Background: an optimization exercise with open tools, aiming at small area, a short achievable clock period and few clock cycles per item. Do not read the settings as production practice. Where RTL was checked, it was by simulation tests only, not by an equivalence proof against the original.

==> run E <==
==> flow/design.v (excerpt) <==
module chestnut_cordic (
    input  wire        clk,
    input  wire        rst,
    input  wire        in_valid,
    output wire        in_ready,
    input  wire [23:0] in_re,
    input  wire [23:0] in_im,
    input  wire [3:0]  in_ash,
    output reg         out_valid,
    output reg  [23:0] out_phase,
    output reg  [15:0] out_amp,
    output reg         out_sat
);
==> module ks_add, before the edit <==
module ks_add #(parameter W = 8) (
    input  wire [W-1:0] a,
    input  wire [W-1:0] b,
    input  wire         cin,
    output wire [W-1:0] s
);
    localparam L = (W <= 2) ? 1 : (W <= 4) ? 2 : (W <= 8) ? 3 : (W <= 16) ? 4 : (W <= 32) ? 5 : 6;
    wire [W-1:0] g [0:L];
    wire [W-1:0] p [0:L];
    wire [W-1:0] p0 = a ^ b;
    assign g[0] = (a & b) | {{(W-1){1'b0}}, p0[0] & cin};
    assign p[0] = p0;
    genvar l, i;
    generate
        for (l = 0; l < L; l = l + 1) begin : lv
            for (i = 0; i < W; i = i + 1) begin : bt
                if (i >= (1 << l)) begin : c
                    assign g[l+1][i] = g[l][i] | (p[l][i] & g[l][i - (1 << l)]);
                    assign p[l+1][i] = p[l][i] & p[l][i - (1 << l)];
                end else begin : n
                    assign g[l+1][i] = g[l][i];
                    assign p[l+1][i] = p[l][i];
                end
            end
        end
    endgenerate
    assign s = p0 ^ {g[L][W-2:0], cin};
endmodule
==> module sk_add, before the edit <==
module sk_add #(parameter W = 8) (
    input  wire [W-1:0] a,
    input  wire [W-1:0] b,
    input  wire         cin,
    output wire [W-1:0] s
);
    localparam L = (W <= 2) ? 1 : (W <= 4) ? 2 : (W <= 8) ? 3 : (W <= 16) ? 4 : (W <= 32) ? 5 : 6;
    wire [W-1:0] g [0:L];
    wire [W-1:0] p [0:L];
    wire [W-1:0] p0 = a ^ b;
    assign g[0] = (a & b) | {{(W-1){1'b0}}, p0[0] & cin};
    assign p[0] = p0;
    genvar l, i;
    generate
        for (l = 0; l < L; l = l + 1) begin : lv
            for (i = 0; i < W; i = i + 1) begin : bt
                if ((i >> l) & 1) begin : c
                    assign g[l+1][i] = g[l][i] | (p[l][i] & g[l][((i >> l) << l) - 1]);
                    assign p[l+1][i] = p[l][i] & p[l][((i >> l) << l) - 1];
                end else begin : n
                    assign g[l+1][i] = g[l][i];
                    assign p[l+1][i] = p[l][i];
                end
            end
        end
    endgenerate
    assign s = p0 ^ {g[L][W-2:0], cin};
endmodule
==> flow/config.mk <==
export PLATFORM = sky130hd
export DESIGN_NAME = chestnut_cordic
export DESIGN_NICKNAME = chestnut_cordic
export VERILOG_FILES = /design/flow/design.v
export SDC_FILE = /design/flow/constraint.sdc
export NUM_CORES = 4
export LEC_CHECK = 0
export CAP_MARGIN = 20
export CORE_MARGIN = 2
export CORE_UTILIZATION = 65
export PLACE_DENSITY = 0.75
export SLEW_MARGIN = 20
==> flow/constraint.sdc <==
create_clock -name core_clock -period 12.0 [get_ports {clk}]
set_input_delay 2.4000 -clock core_clock [delete_from_list [all_inputs] [get_ports {clk}]]
set_output_delay 2.4000 -clock core_clock [all_outputs]
set_load 0.01 [all_outputs]
standard.sh (not shown) runs the stock make flow with config.mk's settings and CLKGATE_MAP_FILE= SYNTH_SCRIPT=/design/flow/synth_recipe.tcl, a recipe that flattens the netlist after the stock synthesis.
==> flow/flow/run.sh <==
#!/bin/bash
set -euo pipefail
MARGIN=7.9
SETUP_SLACK_MARGIN=$MARGIN bash standard.sh SETUP_SLACK_MARGIN=$MARGIN finish > standard_flow.log 2>&1
==> inputs of run K, as changes to run E <==
--- a/flow/design.v
+++ b/flow/design.v
@@ -585,37 +585,27 @@
             5'd30: rom5 = 9'd152;
             5'd31: rom5 = 9'd314;
             default: rom5 = 9'd0;
         endcase
     end
     reg [27:0] z1a;
     reg [21:0] z1b;
     reg [13:0] z1c;
-    reg [27:0] z2;
-    reg [42:0] t1;
-    reg [38:0] t2;
     reg [3:0]  m1_ash, m2_ash;
-    reg        m1_st, m2_st, m1_z, m2_z, z1_v, z2_v;
+    reg        m1_st, m2_st, m1_z, m2_z, z1_v;
     reg [24:0] pt;
     wire [42:0] xf = {15'd0, q14_x};
     wire [9:0]  ash_mask = ~(10'h3ff << q14_ash);
-    always @(posedge clk) begin
-        t1    <= xf + (xf << 2) + (xf << 13) + (xf << 15);
-        t2    <= (xf << 4) + (xf << 7) + (xf << 10);
-        m1_ash <= q14_ash;
-        m1_st <= (|xf[17:0]) | (|(xf[27:18] & ash_mask));
-        m1_z  <= ~(|xf);
-    end
-    wire [42:0] p = t1 - {4'd0, t2};
+    wire [42:0] p = xf + (xf << 2) + (xf << 13) + (xf << 15) - (xf << 4) - (xf << 7) - (xf << 10);
     always @(posedge clk) begin
         pt    <= p[42:18];
-        m2_ash <= m1_ash;
-        m2_st <= m1_st;
-        m2_z  <= m1_z;
+        m2_ash <= q14_ash;
+        m2_st <= (|xf[17:0]) | (|(xf[27:18] & ash_mask));
+        m2_z  <= ~(|xf);
     end
     wire [24:0] vsh = pt >> m2_ash;
     wire        amp_r = vsh[0] & (m2_st | vsh[1]);
     wire [15:0] amp_q = vsh[16:1] + amp_r;
     wire        sat = (|vsh[24:17]) | (&vsh[16:0]);
     wire [17:0] a0 = {m2_z, sat, sat ? 16'hffff : amp_q};
     reg  [17:0] a1;
     always @(posedge clk) a1 <= a0;
@@ -635,23 +625,22 @@
     always @(posedge clk) a8 <= a7;
     reg  [17:0] a9;
     always @(posedge clk) a9 <= a8;
     always @(posedge clk) begin
         z1a   <= rom0 + rom1;
         z1b   <= rom2 + rom3;
         z1c   <= rom4 + rom5;
         z1_v  <= q23_v & ~rst;
-        z2    <= z1a + z1b + z1c;
-        z2_v  <= z1_v & ~rst;
     end
-    wire        ph_r = z2[3] & (z2[4] | (|z2[2:0]));
-    wire [23:0] ph = z2[27:4] + ph_r;
+    wire [4:0]  zlo = z1a[4:0] + z1b[4:0] + z1c[4:0];
+    wire [27:0] zr  = z1a + z1b + z1c + 28'd7 + zlo[4];
+    wire [23:0] ph = zr[27:4];
     always @(posedge clk) begin
-        out_valid <= z2_v & ~rst;
+        out_valid <= z1_v & ~rst;
         out_phase <= a9[17] ? 24'd0 : ph;
         out_amp   <= a9[15:0];
         out_sat   <= a9[16];
     end
 endmodule
 module ks_add #(parameter W = 8) (
     input  wire [W-1:0] a,
     input  wire [W-1:0] b,
==> flow/flow/run.sh (replaced) <==
#!/bin/bash
set -euo pipefail
MARGIN=8.0
SETUP_SLACK_MARGIN=$MARGIN bash standard.sh SETUP_SLACK_MARGIN=$MARGIN finish > standard_flow.log 2>&1
==> inputs of run D, as changes to run E <==
--- a/flow/design.v
+++ b/flow/design.v
@@ -653,17 +653,17 @@
     end
 endmodule
 module ks_add #(parameter W = 8) (
     input  wire [W-1:0] a,
     input  wire [W-1:0] b,
     input  wire         cin,
     output wire [W-1:0] s
 );
-    localparam L = (W <= 2) ? 1 : (W <= 4) ? 2 : (W <= 8) ? 3 : (W <= 16) ? 4 : (W <= 32) ? 5 : 6;
+    localparam L = (W <= 1) ? 1 : $clog2(W);
     wire [W-1:0] g [0:L];
     wire [W-1:0] p [0:L];
     wire [W-1:0] p0 = a ^ b;
     assign g[0] = (a & b) | {{(W-1){1'b0}}, p0[0] & cin};
     assign p[0] = p0;
     genvar l, i;
     generate
         for (l = 0; l < L; l = l + 1) begin : lv
@@ -681,17 +681,17 @@
     assign s = p0 ^ {g[L][W-2:0], cin};
 endmodule
 module sk_add #(parameter W = 8) (
     input  wire [W-1:0] a,
     input  wire [W-1:0] b,
     input  wire         cin,
     output wire [W-1:0] s
 );
-    localparam L = (W <= 2) ? 1 : (W <= 4) ? 2 : (W <= 8) ? 3 : (W <= 16) ? 4 : (W <= 32) ? 5 : 6;
+    localparam L = (W <= 1) ? 1 : $clog2(W);
     wire [W-1:0] g [0:L];
     wire [W-1:0] p [0:L];
     wire [W-1:0] p0 = a ^ b;
     assign g[0] = (a & b) | {{(W-1){1'b0}}, p0[0] & cin};
     assign p[0] = p0;
     genvar l, i;
     generate
         for (l = 0; l < L; l = l + 1) begin : lv
==> flow/flow/run.sh (replaced) <==
#!/bin/bash
set -euo pipefail
MARGIN=8.4
SETUP_SLACK_MARGIN=$MARGIN bash standard.sh SETUP_SLACK_MARGIN=$MARGIN finish > standard_flow.log 2>&1
==> inputs of run Z, as changes to run E <==
--- a/flow/design.v
+++ b/flow/design.v
@@ -585,37 +585,27 @@
             5'd30: rom5 = 9'd152;
             5'd31: rom5 = 9'd314;
             default: rom5 = 9'd0;
         endcase
     end
     reg [27:0] z1a;
     reg [21:0] z1b;
     reg [13:0] z1c;
-    reg [27:0] z2;
-    reg [42:0] t1;
-    reg [38:0] t2;
     reg [3:0]  m1_ash, m2_ash;
-    reg        m1_st, m2_st, m1_z, m2_z, z1_v, z2_v;
+    reg        m1_st, m2_st, m1_z, m2_z, z1_v;
     reg [24:0] pt;
     wire [42:0] xf = {15'd0, q14_x};
     wire [9:0]  ash_mask = ~(10'h3ff << q14_ash);
-    always @(posedge clk) begin
-        t1    <= xf + (xf << 2) + (xf << 13) + (xf << 15);
-        t2    <= (xf << 4) + (xf << 7) + (xf << 10);
-        m1_ash <= q14_ash;
-        m1_st <= (|xf[17:0]) | (|(xf[27:18] & ash_mask));
-        m1_z  <= ~(|xf);
-    end
-    wire [42:0] p = t1 - {4'd0, t2};
+    wire [42:0] p = xf + (xf << 2) + (xf << 13) + (xf << 15) - (xf << 4) - (xf << 7) - (xf << 10);
     always @(posedge clk) begin
         pt    <= p[42:18];
-        m2_ash <= m1_ash;
-        m2_st <= m1_st;
-        m2_z  <= m1_z;
+        m2_ash <= q14_ash;
+        m2_st <= (|xf[17:0]) | (|(xf[27:18] & ash_mask));
+        m2_z  <= ~(|xf);
     end
     wire [24:0] vsh = pt >> m2_ash;
     wire        amp_r = vsh[0] & (m2_st | vsh[1]);
     wire [15:0] amp_q = vsh[16:1] + amp_r;
     wire        sat = (|vsh[24:17]) | (&vsh[16:0]);
     wire [17:0] a0 = {m2_z, sat, sat ? 16'hffff : amp_q};
     reg  [17:0] a1;
     always @(posedge clk) a1 <= a0;
@@ -635,23 +625,22 @@
     always @(posedge clk) a8 <= a7;
     reg  [17:0] a9;
     always @(posedge clk) a9 <= a8;
     always @(posedge clk) begin
         z1a   <= rom0 + rom1;
         z1b   <= rom2 + rom3;
         z1c   <= rom4 + rom5;
         z1_v  <= q23_v & ~rst;
-        z2    <= z1a + z1b + z1c;
-        z2_v  <= z1_v & ~rst;
     end
-    wire        ph_r = z2[3] & (z2[4] | (|z2[2:0]));
-    wire [23:0] ph = z2[27:4] + ph_r;
+    wire [4:0]  zlo = z1a[4:0] + z1b[4:0] + z1c[4:0];
+    wire [27:0] zr  = z1a + z1b + z1c + 28'd7 + zlo[4];
+    wire [23:0] ph = zr[27:4];
     always @(posedge clk) begin
-        out_valid <= z2_v & ~rst;
+        out_valid <= z1_v & ~rst;
         out_phase <= a9[17] ? 24'd0 : ph;
         out_amp   <= a9[15:0];
         out_sat   <= a9[16];
     end
 endmodule
 module ks_add #(parameter W = 8) (
     input  wire [W-1:0] a,
     input  wire [W-1:0] b,
==> flow/flow/run.sh (replaced) <==
#!/bin/bash
set -euo pipefail
MARGIN=8.3
SETUP_SLACK_MARGIN=$MARGIN bash standard.sh SETUP_SLACK_MARGIN=$MARGIN finish > standard_flow.log 2>&1
==> qor summary <==
Non-CTS buffers: run Z 382; run D 452; run K 247; run E 231
Seq. cell area: run Z 34620 µm²; run D 36780 µm²; run K 34560 µm²; run E 36680 µm²
Detailed placement HPWL: run Z 121400 µm; run D 125600 µm; run K 120900 µm; run E 125700 µm
Layout-stage area growth over the synthesis result: run Z 16.90%; run D 18.09%; run K 14.07%; run E 13.49%
Max reg flops: run Z -; run D 39; run K -; run E 39
Global-route wire length before repair: run Z 265600 µm; run D 283300 µm; run K 261200 µm; run E 272900 µm
Via count of the first global-routing pass: run Z 53230; run D 57610; run K 52630; run E 55320
Non-CTS inverters: run Z 834; run D 732; run K 834; run E 732
Fraction of area in multi-input gates: run Z 48.04%; run D 47.80%; run K 47.95%; run E 47.57%
Final core utilization: run Z 76.54%; run D 77.08%; run K 74.68%; run E 74.08%
Critical path depth in cells: run Z 17; run D 15; run K 15; run E 15
Global-route met2 utilization: run Z 45.64%; run D 47.82%; run K 44.97%; run E 45.25%
Place WS: run Z 6880 ps; run D 6774 ps; run K 6873 ps; run E 6781 ps
Netlist Area Pre-Place: run Z 80950 µm²; run D 84310 µm²; run K 80950 µm²; run E 84310 µm²
Status: run Z finished clean; run D finished clean; run K finished clean; run E finished clean
Die Wd: run Z 356.9 µm; run D 364.1 µm; run K 356.9 µm; run E 364.1 µm
Mean instance size in the synthesized netlist: run Z 10.50 µm²; run D 10.40 µm²; run K 10.50 µm²; run E 10.40 µm²
Testbench counts of run E, summed over its fixed seeds: cycles 12,224, items 12,000.
Testbench counts of run K, summed over its fixed seeds: cycles 12,216, items 12,000.
Testbench counts of run Z, summed over its fixed seeds: cycles 12,216, items 12,000.
The RTL of run D was laid out without a check of its function.

========
==> exp/ember <==
chestnut_cordic, a different RTL version from the one above (not shown whole).
Settings: LEC_CHECK=0, CAP_MARGIN=20, CORE_MARGIN=2, CORE_UTILIZATION=40, PLACE_DENSITY=0.6, SLEW_MARGIN=20; clock period 12.0 ns.
run.sh (not shown) runs the stock make flow with config.mk's settings and CLKGATE_MAP_FILE= SYNTH_SCRIPT=/design/flow/synth_recipe.tcl, a recipe that flattens the netlist after the stock synthesis.
Stock flow here: none of the scripts above is used.
==> exp/tundra: changes against exp/ember <==
CORE_UTILIZATION = 65   (was 40)
PLACE_DENSITY = 0.75   (was 0.6)
==> results.txt <==
| quantity | exp/tundra | exp/ember |
|---|---|---|
| Outcome | complete, no violations | complete, no violations |
| Util after Layout | 72.2% | 45.3% |
| Final instance count without filler cells | 11000 | 12200 |
| Post-route clock skew | 0.0368 ns | 0.0680 ns |
| FF-to-FF Start | q3_y[25] | q7_y[21] |
| Area of placed instances | 91700 um2 | 93200 um2 |
| Die height | 374 um | 476 um |
| Worst Hold Margin | 0.318 ns | 0.285 ns |
| Die footprint | 140000 um2 | 226000 um2 |
| Footprint of the multi-input gates | 49000 um2 | 49000 um2 |
| Portion of the layout cell area used by clock cells | 6.35% | 7.18% |
| Worst path required time | 12.72 ns | 12.68 ns |
| Fraction of area in registers | 38.4% | 37.4% |
| Worst Slack Setup Final | 7.23 ns | 7.24 ns |
| First-pass GRT wire length | 310 mm | 308 mm |
| Aggregate global-route resource usage | 26.9% | 16.6% |
| Actual slew at the worst max-slew pin | 1.08 ns | 1.04 ns |
| Drt via density | 5.61 | 4.95 |
| Buffer share of cell area | 1.11% | 1.12% |
| Met1 usage | 35.0% | 20.0% |
No functional check of the RTL was part of any run of this note.

========
==> 03-24: inputs <==
Another version of the RTL of chestnut_cordic (not shown whole).
Settings: LEC_CHECK=0, CAP_MARGIN=20, CORE_MARGIN=2, CORE_UTILIZATION=65, PLACE_DENSITY=0.75, SLEW_MARGIN=20; clock period 12.0 ns.
standard.sh (not shown) runs the stock make flow with config.mk's settings and CLKGATE_MAP_FILE= SYNTH_SCRIPT=/design/flow/synth_recipe.tcl, a recipe that flattens the netlist after the stock synthesis.
==> flow/flow/run.sh <==
#!/bin/bash
set -euo pipefail
MARGIN=8.0
SETUP_SLACK_MARGIN=$MARGIN MATCH_CELL_FOOTPRINT=0 bash standard.sh SETUP_SLACK_MARGIN=$MARGIN MATCH_CELL_FOOTPRINT=0 finish > standard_flow.log 2>&1
==> inputs of 12-11, as changes to 03-24 <==
==> flow/flow/run.sh (replaced) <==
#!/bin/bash
set -euo pipefail
MARGIN=8.6
SETUP_SLACK_MARGIN=$MARGIN MATCH_CELL_FOOTPRINT=0 bash standard.sh SETUP_SLACK_MARGIN=$MARGIN MATCH_CELL_FOOTPRINT=0 finish > standard_flow.log 2>&1
- ABC_AREA: not set -> 1
- CTS_CLUSTER_DIAMETER: not set -> 80
- CTS_CLUSTER_SIZE: not set -> 30
==> inputs of 02-25, as changes to 03-24 <==
==> flow/flow/run.sh (replaced) <==
#!/bin/bash
set -euo pipefail
MARGIN=8.4
SETUP_SLACK_MARGIN=$MARGIN MATCH_CELL_FOOTPRINT=0 bash standard.sh SETUP_SLACK_MARGIN=$MARGIN MATCH_CELL_FOOTPRINT=0 finish > standard_flow.log 2>&1
- ABC_AREA: not set -> 1
- CORE_UTILIZATION: 65 -> 75
- CTS_CLUSTER_DIAMETER: not set -> 80
- CTS_CLUSTER_SIZE: not set -> 30
- PLACE_DENSITY: 0.75 -> 0.85
==> results.txt <==
status no timing/DRC/antenna violations; R2R cell count 19; setup bufs post-CTS 10; Synth top area share between 30% and 40%; commonest non-fill, non-tap cells in the layout 1524 x dfxtp_1, 1331 x inv_1, 1197 x nand2_1; Non-clock buffer share 2.24%; worst reg2reg path startpoint q14_x[10]
[end of results for 02-25]
==> results.txt <==
R2R cell count 18; Critical path origin q9_x[3]; setup bufs post-CTS 76; worst reg2reg path startpoint q9_x[3]; status no timing/DRC/antenna violations; Cell variety after synth 96; Total Nets Final 8903; FP Rows roughly 130; commonest non-fill, non-tap cells in the layout 1537 x dfxtp_1, 846 x xnor2_1, 801 x inv_1
[end of results for 03-24]
==> results.txt <==
commonest non-fill, non-tap cells in the layout 1480 x dfxtp_1, 1312 x inv_1, 1162 x nand2_1; crit path to out_amp[4]; Post-synth EDFFs 0; Non-clock buffer share 3.47%; Synth top area share ~40%; status no timing/DRC/antenna violations
[end of results for 12-11]
Testbench counts of 03-24, summed over its fixed seeds: cycles 12,200, items 12,000.
Testbench counts of 12-11, summed over its fixed seeds: cycles 12,200, items 12,000.
Testbench counts of 02-25, summed over its fixed seeds: cycles 12,200, items 12,000.

[port drivers added, routing unchanged]
The results above use ideal ports. As a check the final layouts listed here were re-extracted and re-timed, cells and wires unchanged. Step 1 assumes that a clkbuf_16 drives the clock port and a buf_2 every other input. Step 2 times the ports against the registers' clock, not the clock port: input delays grow and output delays shrink by t, the midpoint of the rising clock arrivals with the driver on. Slacks: ideal / step 1 / step 2; pairs: ideal / step 1.
| run | shift t [ns] | setup slack, ns | worst data-port slew with drivers (ns) |
|---|---|---|---|
| run E | 0.869 | 7.708 / 7.708 / 7.167 | 0.09 |
| run K | 0.871 | 7.229 / 7.229 / 7.229 | 0.05 |
| run D | 0.867 | 7.684 / 7.684 / 7.546 | 0.11 |
| run Z | 0.879 | 7.275 / 7.275 / 7.275 | 0.04 |
| exp/ember | 0.895 | 7.240 / 7.240 / 6.659 | 0.09 |
| exp/tundra | 0.877 | 7.228 / 7.228 / 6.673 | 0.08 |
| 03-24 | 0.841 | 7.598 / 7.598 / 7.598 | 0.05 |
| 12-11 | 0.776 | 8.422 / 8.343 / 8.202 | 0.08 |
| 02-25 | 0.746 | 8.185 / 8.185 / 8.182 | 0.07 |
After both steps setup and hold are still met in every run listed. For exp/ember, which loses most, drivers alone change the setup slack by 0.000 ns; drivers and shift together by -0.581 ns.
